What follows belongs to an exercise in optimizing a design on an open flow for small area, a short achievable clock period and few clock cycles; a production flow would make more cautious choices. At most, simulation tests tie the RTL to the original design; equivalence was not proved. Power is estimated from default activity; no workload was simulated.

Setup of ember:
// bx8_quant
module bx8_quant (
    input  wire        clk,
    input  wire        rst,         
    input  wire        in_valid,
    output wire        in_ready,
    input  wire [31:0] in_data,     
    input  wire [1:0]  in_fmt,      
    input  wire        in_given,    
    input  wire [7:0]  in_scale,    
    output wire        out_valid,
    input  wire        out_ready,
    output wire [7:0]  out_code,    
    output wire [7:0]  out_bx8,     
    output wire        out_last,    
    output wire [3:0]  out_flags    
);
==> flow/config.mk <==
export PLATFORM = sky130hd
export DESIGN_NAME = bx8_quant
export DESIGN_NICKNAME = bx8_quant
export VERILOG_FILES = /design/flow/design.v
export SDC_FILE = /design/flow/constraint.sdc
export NUM_CORES = 4
export LEC_CHECK = 0
export CAP_MARGIN = 20
export CORE_MARGIN = 2
export CORE_UTILIZATION = 60
export CTS_CLUSTER_DIAMETER = 60
export CTS_CLUSTER_SIZE = 30
export PLACE_DENSITY = 0.75
export SLEW_MARGIN = 20
==> flow/constraint.sdc <==
create_clock -name core_clock -period 25.0 [get_ports {clk}]
set_input_delay 5.0000 -clock core_clock [delete_from_list [all_inputs] [get_ports {clk}]]
set_output_delay 5.0000 -clock core_clock [all_outputs]
set_load 0.01 [all_outputs]
standard.sh (not shown) runs the stock make flow with config.mk's settings and CLKGATE_MAP_FILE= SYNTH_SCRIPT=/design/flow/synth_recipe.tcl, a recipe that flattens the netlist after the stock synthesis.
==> flow/flow/run.sh <==
#!/bin/bash
# The standard layout, with the port buffers the standard flow's flow adds made from
# buf_4 cells instead of the resizer's default pick (a delay cell).
set -euo pipefail
export BUFFER_PORTS_ARGS="-buffer_cell sky130_fd_sc_hd__buf_4"
bash standard.sh > standard.log 2>&1
The inputs of violet differ from those of ember as listed below.
==> flow/flow/run.sh <==
#!/bin/bash
# The standard layout, with the port buffers made from buf_4 cells instead of
# the resizer's default pick (a delay cell), and the resizer's timing repair
# asked to keep extra setup slack, so that it also works on paths that meet
# the clock period already.
set -euo pipefail
export BUFFER_PORTS_ARGS="-buffer_cell sky130_fd_sc_hd__buf_4"
export SETUP_SLACK_MARGIN=18.9
bash standard.sh > standard.log 2>&1
==> run notes <==
ember ended up with cnt[4]$_SDFFE_PP0P_ as its last element of the critical path; violet ended up with out_flags[2]. The first element of the critical path comes out o_flags[2]$_SDFFCE_PP0N_ in one run and out_ready in the other, namely in violet and ember respectively. Diff ember..violet | simple-gate share of the synthesized area | unchanged. Compared with ember, in violet instance count on the critical path now smaller; detail-routed net length per standard cell went down; post-placement cell area about even.
Setup changes, violet to amber
==> flow/run.sh (new file) <==
#!/bin/bash
# synth_recipe.tcl (not shown) runs the flow's synth.tcl, then flattens the netlist and writes it again
# the make line also repeats each setting of config.mk as NAME=value (left out here)
make -C /OpenROAD-flow-scripts/flow DESIGN_CONFIG=/design/flow/config.mk WORK_HOME=/design/flow/orfs CLKGATE_MAP_FILE= SYNTH_SCRIPT=/design/flow/synth_recipe.tcl finish
removed: flow/flow/run.sh
removed: flow/standard.sh
--- outcome ---
amber: all stages complete, timing, DRC and antenna checks passed. violet went all the way through synthesis, placement and routing and the layout is clean on timing, DRC and antenna. Diff violet -> amber: cell count stayed essentially flat, critical path buffer and inverter count rose by 1, total power draw rose by 0.024 mW, global-route usage rose by 0.29 points.
No functional check of the RTL was part of any run of this note.

---

bx8_quant, a different RTL version from the one above (not shown whole).
For scale: roughly 2100 cells after synthesis, roughly 1100 flip-flops, ~70 I/O pins.
## bx8_quant
module bx8_quant (
    input  wire        clk,
    input  wire        rst,         
    input  wire        in_valid,
    output wire        in_ready,
    input  wire [31:0] in_data,     
    input  wire [1:0]  in_fmt,      
    input  wire        in_given,    
    input  wire [7:0]  in_scale,    
    output wire        out_valid,
    input  wire        out_ready,
    output wire [7:0]  out_code,    
    output wire [7:0]  out_bx8,     
    output wire        out_last,    
    output wire [3:0]  out_flags    
);
==> flow/config.mk <==
export PLATFORM = sky130hd
export DESIGN_NAME = bx8_quant
export DESIGN_NICKNAME = bx8_quant
export VERILOG_FILES = /design/flow/design.v
export SDC_FILE = /design/flow/constraint.sdc
export NUM_CORES = 4
export LEC_CHECK = 0
export CAP_MARGIN = 20
export CORE_MARGIN = 2
export CORE_UTILIZATION = 60
export CTS_CLUSTER_DIAMETER = 60
export CTS_CLUSTER_SIZE = 30
export PLACE_DENSITY = 0.75
export SLEW_MARGIN = 20
==> flow/constraint.sdc <==
create_clock -name core_clock -period 25.0 [get_ports {clk}]
set_input_delay 5.0000 -clock core_clock [delete_from_list [all_inputs] [get_ports {clk}]]
set_output_delay 5.0000 -clock core_clock [all_outputs]
set_load 0.01 [all_outputs]
==> flow/flow/run.sh <==
#!/bin/bash
# The standard layout, with the port buffers made from buf_4 cells instead of
# the resizer's default pick (a delay cell), and the resizer's timing repair
# asked to keep extra setup slack, so that it also works on paths that meet
# the clock period already.
set -euo pipefail
export BUFFER_PORTS_ARGS="-buffer_cell sky130_fd_sc_hd__buf_4"
export SETUP_SLACK_MARGIN=18.9
bash standard.sh > standard.log 2>&1
The starting point passed the timing, design-rule and antenna checks.
Testbench counts at the start, summed over its fixed seeds: cycles 16,920.
Edit:
CORE_UTILIZATION = 80   (was 60)
CTS_CLUSTER_DIAMETER = 70   (was 60)
CTS_CLUSTER_SIZE = 35   (was 30)
PLACE_DENSITY = 0.9   (was 0.75)
- The changed run stopped in global routing with GRT-0232
- synthesized area is unchanged
- synthesized cell count does not change

---

bx8_quant, a different RTL version from the one above (not shown whole).
For scale: roughly 2300 cells after synthesis, roughly 1200 flip-flops, roughly 70 I/O pins.
export LEC_CHECK = 0
export CAP_MARGIN = 20
export CORE_MARGIN = 2
export CORE_UTILIZATION = 40
export PLACE_DENSITY = 0.6
export SLEW_MARGIN = 20
create_clock -name core_clock -period 25.0 [get_ports {clk}]
run.sh (not shown) runs the stock make flow with config.mk's settings and CLKGATE_MAP_FILE= SYNTH_SCRIPT=/design/flow/synth_recipe.tcl, a recipe that flattens the netlist after the stock synthesis.
Stock flow here: none of the scripts above is used.
Edit:
Settings changed: CORE_UTILIZATION 40 to 60, CTS_BUF_LIST from default to sky130_fd_sc_hd__clkbuf_4 sky130_fd_sc_hd__clkbuf_8, PLACE_DENSITY 0.6 to 0.75.
Setup slack is worse by 0.015 ns.
Total power is lower by a few percent.
Critical path depth stays the same.
Synthesized area does not change.
Core utilization is higher by 23 points.
Final cell count shrinks by a little under a tenth.
Sequential share of layout area is higher by 1.1 points.
Via count is higher by a few percent.
Wire length came out higher slightly.
Combinational power is about the same.
No functional check of the RTL was part of any run of this note.

---

## job 4591
Another version of the RTL of bx8_quant (not shown whole).
Size: roughly 2000 cells after synthesis, ~1100 flip-flops, roughly 29000 sq um of cells after synthesis.
==> flow/design.v (excerpt) <==
module bx8_quant (
    input  wire        clk,
    input  wire        rst,         
    input  wire        in_valid,
    output wire        in_ready,
    input  wire [31:0] in_data,     
    input  wire [1:0]  in_fmt,      
    input  wire        in_given,    
    input  wire [7:0]  in_scale,    
    output wire        out_valid,
    input  wire        out_ready,
    output wire [7:0]  out_code,    
    output wire [7:0]  out_bx8,     
    output wire        out_last,    
    output wire [3:0]  out_flags    
);
Settings: LEC_CHECK=0, CAP_MARGIN=20, CORE_MARGIN=2, CORE_UTILIZATION=67, CTS_CLUSTER_DIAMETER=64, CTS_CLUSTER_SIZE=32, PLACE_DENSITY=0.8, SLEW_MARGIN=20; clock period 25.0 ns.
standard.sh (not shown) runs the stock make flow with config.mk's settings and CLKGATE_MAP_FILE= SYNTH_SCRIPT=/design/flow/synth_recipe.tcl, a recipe that flattens the netlist after the stock synthesis.
==> flow/flow/run.sh <==
#!/bin/bash
# The standard layout, with these changes:
# - the port buffers are made from buf_4 cells instead of the resizer's
#   default pick (a delay cell), and after global placement the data-input
#   ones, which drive one flip-flop each, become buf_1 (flow/small_inbuf.tcl);
# - the resizer's timing repair is asked to keep extra setup slack, so that
#   it also works on paths that meet the clock period already.
set -euo pipefail
export BUFFER_PORTS_ARGS="-buffer_cell sky130_fd_sc_hd__buf_4"
export POST_GLOBAL_PLACE_TCL="$(pwd)/flow/small_inbuf.tcl"
export SETUP_SLACK_MARGIN=18.75
bash standard.sh > standard.log 2>&1
==> flow/flow/small_inbuf.tcl <==
# After global placement: the port buffers of the data inputs, which each
# drive a single flip-flop, are made buf_1 instead of buf_4. The handshake
# and reset inputs keep theirs. The resizer's later repair still sizes any
# of them up if timing needs it.
set n_small 0
foreach inst [get_cells input*] {
  if { [get_property $inst ref_name] != "sky130_fd_sc_hd__buf_4" } { continue }
  set a [get_pins -of_objects $inst -filter "direction == input"]
  set net [get_full_name [get_nets -of_objects $a]]
  if { [regexp {^(in_data|in_fmt|in_given|in_scale)} $net] } {
    replace_cell $inst sky130_fd_sc_hd__buf_1
    incr n_small
  }
}
puts "small_inbuf: $n_small input buffers made buf_1"
Job 4591: done, clean on timing, DRC and antenna
Testbench counts of job 4591, summed over its fixed seeds: cycles 16,920.
For job 4160, these inputs were changed with respect to job 4591:
-- flow/flow/run.sh --
<<< job 4591, line 11
export SETUP_SLACK_MARGIN=18.75
>>> job 4160, line 11
export SETUP_SLACK_MARGIN=18.9
Comparing job 4160 with job 4591, the maximum operating frequency came out essentially unchanged. When job 4160 is measured against job 4591, its synthesis-to-finish area growth turns out 0.33 points higher. Job 4160 against job 4591; net switching power of the design is down by a few percent. Reported for job 4160 and job 4591, largest buffer count on any clock path turned out identical to the last digit. In the tables for job 4160 and job 4591, routed wire length reads higher with job 4591. Worst hold-check slack delta (job 4160 -> job 4591): insignificant.
Edits applied to the flow inputs when going from job 4160 to job 1542:
Settings: PLACE_DENSITY now 0.85, was 0.8; CORE_UTILIZATION now 72, was 67.
[summary]
From job 4160 to job 1542 the numbers moved as follows: y dimension of the die went down, fraction of layout instances using a drive strength above 1 went up. Per the comparison of job 1542 with job 4160, count of final hold-check violations barely changed, post-route cell area barely changed, arrival time of the worst setup path climbed 0.04 ns, global-route usage climbed 6.3 points, logic gate share of total power barely changed. Post-placement setup slack delta for job 1542 relative to job 4160: 0.061 ns lower.

---

Starting RTL as in the previous note.
export LEC_CHECK = 0
export CAP_MARGIN = 20
export CORE_MARGIN = 2
export CORE_UTILIZATION = 67
export CTS_CLUSTER_DIAMETER = 64
export CTS_CLUSTER_SIZE = 32
export PLACE_DENSITY = 0.8
export SLEW_MARGIN = 20
create_clock -name core_clock -period 25.0 [get_ports {clk}]
==> flow/flow/run.sh <==
#!/bin/bash
# The standard layout, with these changes:
# - the port buffers are made from buf_4 cells instead of the resizer's
#   default pick (a delay cell), and after global placement the data-input
#   ones, which drive one flip-flop each, become buf_1 (flow/small_inbuf.tcl);
# - the resizer's timing repair is asked to keep extra setup slack, so that
#   it also works on paths that meet the clock period already.
set -euo pipefail
export BUFFER_PORTS_ARGS="-buffer_cell sky130_fd_sc_hd__buf_4"
export POST_GLOBAL_PLACE_TCL="$(pwd)/flow/small_inbuf.tcl"
export SETUP_SLACK_MARGIN=18.5
bash standard.sh > standard.log 2>&1
Scripts as last shown in full above: flow/flow/small_inbuf.tcl
Testbench counts at the start, summed over its fixed seeds: cycles 16,920.
Edit:
==> flow/flow/run.sh (replaced) <==
#!/bin/bash
# The standard layout, with the port buffers made from buf_4 cells instead of
# the resizer's default pick (a delay cell), and the resizer's timing repair
# asked to keep extra setup slack, so that it also works on paths that meet
# the clock period already.
set -euo pipefail
export BUFFER_PORTS_ARGS="-buffer_cell sky130_fd_sc_hd__buf_4"
export SETUP_SLACK_MARGIN=18.9
bash standard.sh > standard.log 2>&1
removed: flow/flow/small_inbuf.tcl
- The new run completed without violations
- synthesized area is unchanged
- power came out higher by 0.73%
- synthesized cell count stays the same
- register-to-register slack gets better by 440 ps
- final area came out higher by 1.3%
- via count came out lower by about 0.6%

---

Another version of the RTL of bx8_quant (not shown whole).
For scale: about 1100 flip-flops, ~70 I/O pins, roughly 29000 µm² of cells after synthesis.
// bx8_quant
module bx8_quant (
    input  wire        clk,
    input  wire        rst,         
    input  wire        in_valid,
    output wire        in_ready,
    input  wire [31:0] in_data,     
    input  wire [1:0]  in_fmt,      
    input  wire        in_given,    
    input  wire [7:0]  in_scale,    
    output wire        out_valid,
    input  wire        out_ready,
    output wire [7:0]  out_code,    
    output wire [7:0]  out_bx8,     
    output wire        out_last,    
    output wire [3:0]  out_flags    
);
Settings: LEC_CHECK=0, CAP_MARGIN=20, CORE_MARGIN=2, CORE_UTILIZATION=67, CTS_CLUSTER_DIAMETER=70, CTS_CLUSTER_SIZE=36, PLACE_DENSITY=0.8, SLEW_MARGIN=20; clock period 25.0 ns.
==> flow/flow/run.sh <==
#!/bin/bash
# The standard layout, with the port buffers made from buf_4 cells instead of
# the resizer's default pick (a delay cell), and the resizer's timing repair
# asked to keep extra setup slack, so that it also works on paths that meet
# the clock period already.
set -euo pipefail
export BUFFER_PORTS_ARGS="-buffer_cell sky130_fd_sc_hd__buf_4"
export SETUP_SLACK_MARGIN=18.9
bash standard.sh > standard.log 2>&1
The baseline completed with no timing, DRC or antenna violations.
Testbench counts at the start, summed over its fixed seeds: cycles 16,920.
Then changed:
==> flow/flow/run.sh (replaced) <==
#!/bin/bash
# The standard layout, with these changes:
# - the port buffers are made from buf_4 cells instead of the resizer's
#   default pick (a delay cell), and after global placement the data-input
#   ones, which drive one flip-flop each, become buf_1 (flow/small_inbuf.tcl);
# - the resizer's timing repair is asked to keep extra setup slack, so that
#   it also works on paths that meet the clock period already.
set -euo pipefail
export BUFFER_PORTS_ARGS="-buffer_cell sky130_fd_sc_hd__buf_4"
export POST_GLOBAL_PLACE_TCL="$(pwd)/flow/small_inbuf.tcl"
export SETUP_SLACK_MARGIN=18.9
bash standard.sh > standard.log 2>&1
==> flow/flow/small_inbuf.tcl (new file) <==
# After global placement: the port buffers of the data inputs, which each
# drive a single flip-flop, are made buf_1 instead of buf_4. The handshake
# and reset inputs keep theirs. The resizer's later repair still sizes any
# of them up if timing needs it.
foreach p [get_ports {in_data* in_fmt* in_given in_scale*}] {
  foreach pin [get_pins -of_objects [get_nets -of_objects $p]] {
    set inst [get_cells -of_objects $pin]
    if { [get_property $inst ref_name] == "sky130_fd_sc_hd__buf_4" } {
      replace_cell $inst sky130_fd_sc_hd__buf_1
    }
  }
}
- CTS_CLUSTER_DIAMETER: 70 -> 64
- CTS_CLUSTER_SIZE: 36 -> 32
The changed run died in 3_3_place_gp.
Synthesized cell count does not change.
Synthesized area stays the same.

---

Starting RTL as in the previous note.
==> flow/config.mk <==
export PLATFORM = sky130hd
export DESIGN_NAME = bx8_quant
export DESIGN_NICKNAME = bx8_quant
export VERILOG_FILES = /design/flow/design.v
export SDC_FILE = /design/flow/constraint.sdc
export NUM_CORES = 4
export LEC_CHECK = 0
export CAP_MARGIN = 20
export CORE_MARGIN = 2
export CORE_UTILIZATION = 60
export CTS_CLUSTER_DIAMETER = 60
export CTS_CLUSTER_SIZE = 30
export PLACE_DENSITY = 0.75
export SLEW_MARGIN = 20
==> flow/constraint.sdc <==
create_clock -name core_clock -period 25.0 [get_ports {clk}]
set_input_delay 5.0000 -clock core_clock [delete_from_list [all_inputs] [get_ports {clk}]]
set_output_delay 5.0000 -clock core_clock [all_outputs]
set_load 0.01 [all_outputs]
==> flow/flow/run.sh <==
#!/bin/bash
# The standard layout, with the port buffers made from buf_4 cells instead of
# the resizer's default pick (a delay cell), and the resizer's timing repair
# asked to keep extra setup slack, so that it also works on paths that meet
# the clock period already.
set -euo pipefail
export BUFFER_PORTS_ARGS="-buffer_cell sky130_fd_sc_hd__buf_4"
export SETUP_SLACK_MARGIN=18.9
bash standard.sh > standard.log 2>&1
Testbench counts at the start, summed over its fixed seeds: cycles 16,920.
Edit:
==> flow/flow/run.sh (replaced) <==
#!/bin/bash
# The standard layout, with two changes:
# - the port buffers come from flow/ports.tcl (buf_2 on inputs, buf_4 on
#   outputs) instead of the resizer's default pick, a delay cell;
# - the resizer's timing repair is asked to keep extra setup slack, so that
#   it also works on paths that meet the clock period already.
set -euo pipefail
export DONT_BUFFER_PORTS=1
export PRE_GLOBAL_PLACE_TCL="$(pwd)/flow/ports.tcl"
export SETUP_SLACK_MARGIN=18.9
bash standard.sh > standard.log 2>&1
==> flow/flow/ports.tcl (new file) <==
# Port buffers (run before global placement in place of ORFS's buffer_ports):
# small buffers on the inputs, which each drive one or two gates, and
# stronger ones on the outputs, which drive the pin load.
buffer_ports -inputs -buffer_cell sky130_fd_sc_hd__buf_2
buffer_ports -outputs -buffer_cell sky130_fd_sc_hd__buf_4
CORE_UTILIZATION = 67   (was 60)
CTS_CLUSTER_DIAMETER = 64   (was 60)
CTS_CLUSTER_SIZE = 32   (was 30)
PLACE_DENSITY = 0.8   (was 0.75)
What happened: The new run produced a clean layout. Clock power shrinks by 5.7%. Critical path depth fell by 1. Global-route usage goes up by 4.7 points. Die area falls by about 10%. Clock skew fell by 0.0065 ns. Area after synthesis is unchanged. Wire length grows by about 10%. Final area falls by 2.9%. Clock-buffer cell count went down by 8.
Edit:
==> flow/flow/run.sh (replaced) <==
#!/bin/bash
# The standard layout, with these changes:
# - the port buffers are made from buf_4 cells instead of the resizer's
#   default pick (a delay cell), and after global placement the data-input
#   ones, which drive one flip-flop each, become buf_1 (flow/small_inbuf.tcl);
# - the resizer's timing repair is asked to keep extra setup slack, so that
#   it also works on paths that meet the clock period already.
set -euo pipefail
export BUFFER_PORTS_ARGS="-buffer_cell sky130_fd_sc_hd__buf_4"
export POST_GLOBAL_PLACE_TCL="$(pwd)/flow/small_inbuf.tcl"
export SETUP_SLACK_MARGIN=18.9
bash standard.sh > standard.log 2>&1
==> flow/flow/small_inbuf.tcl (new file) <==
# After global placement: the port buffers of the data inputs, which each
# drive a single flip-flop, are made buf_1 instead of buf_4. The handshake
# and reset inputs keep theirs. The resizer's later repair still sizes any
# of them up if timing needs it.
set n_small 0
foreach inst [get_cells input*] {
  if { [get_property $inst ref_name] != "sky130_fd_sc_hd__buf_4" } { continue }
  set a [get_pins -of_objects $inst -filter "direction == input"]
  set net [get_full_name [get_nets -of_objects $a]]
  if { [regexp {^(in_data|in_fmt|in_given|in_scale)} $net] } {
    replace_cell $inst sky130_fd_sc_hd__buf_1
    incr n_small
  }
}
puts "small_inbuf: $n_small input buffers made buf_1"
removed: flow/flow/ports.tcl
Combinational power is higher by roughly a tenth.
Worst setup slack loses 0.096 ns.
Synthesized cell count stays the same.
Clock power grows slightly.
Edit:
==> flow/flow/run.sh (replaced) <==
#!/bin/bash
# The standard layout, with the port buffers made from buf_4 cells instead of
# the resizer's default pick (a delay cell), and the resizer's timing repair
# asked to keep extra setup slack, so that it also works on paths that meet
# the clock period already.
set -euo pipefail
export BUFFER_PORTS_ARGS="-buffer_cell sky130_fd_sc_hd__buf_4"
export SETUP_SLACK_MARGIN=18.9
bash standard.sh > standard.log 2>&1
removed: flow/flow/small_inbuf.tcl
After rerunning: The new run ran to the end with no violations; die area does not change; clock power falls slightly; routed wire length stays flat; clock skew came out higher by 0.011 ns; critical path depth stays the same; area after synthesis is unchanged.

==> static timing again, ports no longer ideal <==
No port has a modelled driver above. Below, the same layouts with a new extraction and two added sets of constraints. Step 1: set_driving_cell puts a clkbuf_16 on clk and a buf_2 on each other input, an assumption about the parent block. Step 2 moves the port delays by t, midway between the first and last clock arrival at a register: inputs arrive t later, outputs are due t later. That takes back most of the time a late clock gives input paths. a / b / c = ideal ports / drivers / drivers and shift; a / b = the first two.
run | shift t [ns] | setup WS [ns] | clock arrival spread, ns
ember | 0.679 | 18.510 / 18.539 / 17.860 | 0.044 / 0.044
violet | 0.685 | 18.797 / 18.737 / 18.387 | 0.031 / 0.031
amber | 0.688 | 17.965 / 17.996 / 17.308 | 0.031 / 0.031
the first run of note 2 | 0.695 | 18.806 / 18.750 / 18.375 | 0.044 / 0.044
the first run of note 3 | 0.706 | 17.787 / 17.826 / 17.121 | 0.072 / 0.071
the second run of note 3 | 0.820 | 17.771 / 17.797 / 16.978 | 0.043 / 0.043
job 4591 | 0.665 | 18.803 / 18.747 / 18.272 | 0.043 / 0.043
job 4160 | 0.663 | 18.796 / 18.742 / 18.352 | 0.037 / 0.036
job 1542 | 0.675 | 18.756 / 18.700 / 18.342 | 0.035 / 0.035
the first run of note 5 | 0.672 | 18.720 / 18.661 / 18.071 | 0.039 / 0.039
the second run of note 5 | 0.660 | 18.817 / 18.762 / 18.420 | 0.039 / 0.040
the first run of note 6 | 0.657 | 18.799 / 18.742 / 18.324 | 0.062 / 0.062
the first run of note 7 | 0.674 | 18.816 / 18.756 / 18.364 | 0.038 / 0.038
the second run of note 7 | 0.669 | 18.900 / 18.839 / 18.423 | 0.032 / 0.032
the third run of note 7 | 0.672 | 18.804 / 18.748 / 18.304 | 0.031 / 0.032
the fourth run of note 7 | 0.659 | 18.810 / 18.753 / 18.350 | 0.035 / 0.035
After both steps setup and hold are still met in every run listed. For the second run of note 3, which loses most, drivers alone change the setup slack by +0.026 ns; drivers and shift together by -0.793 ns.
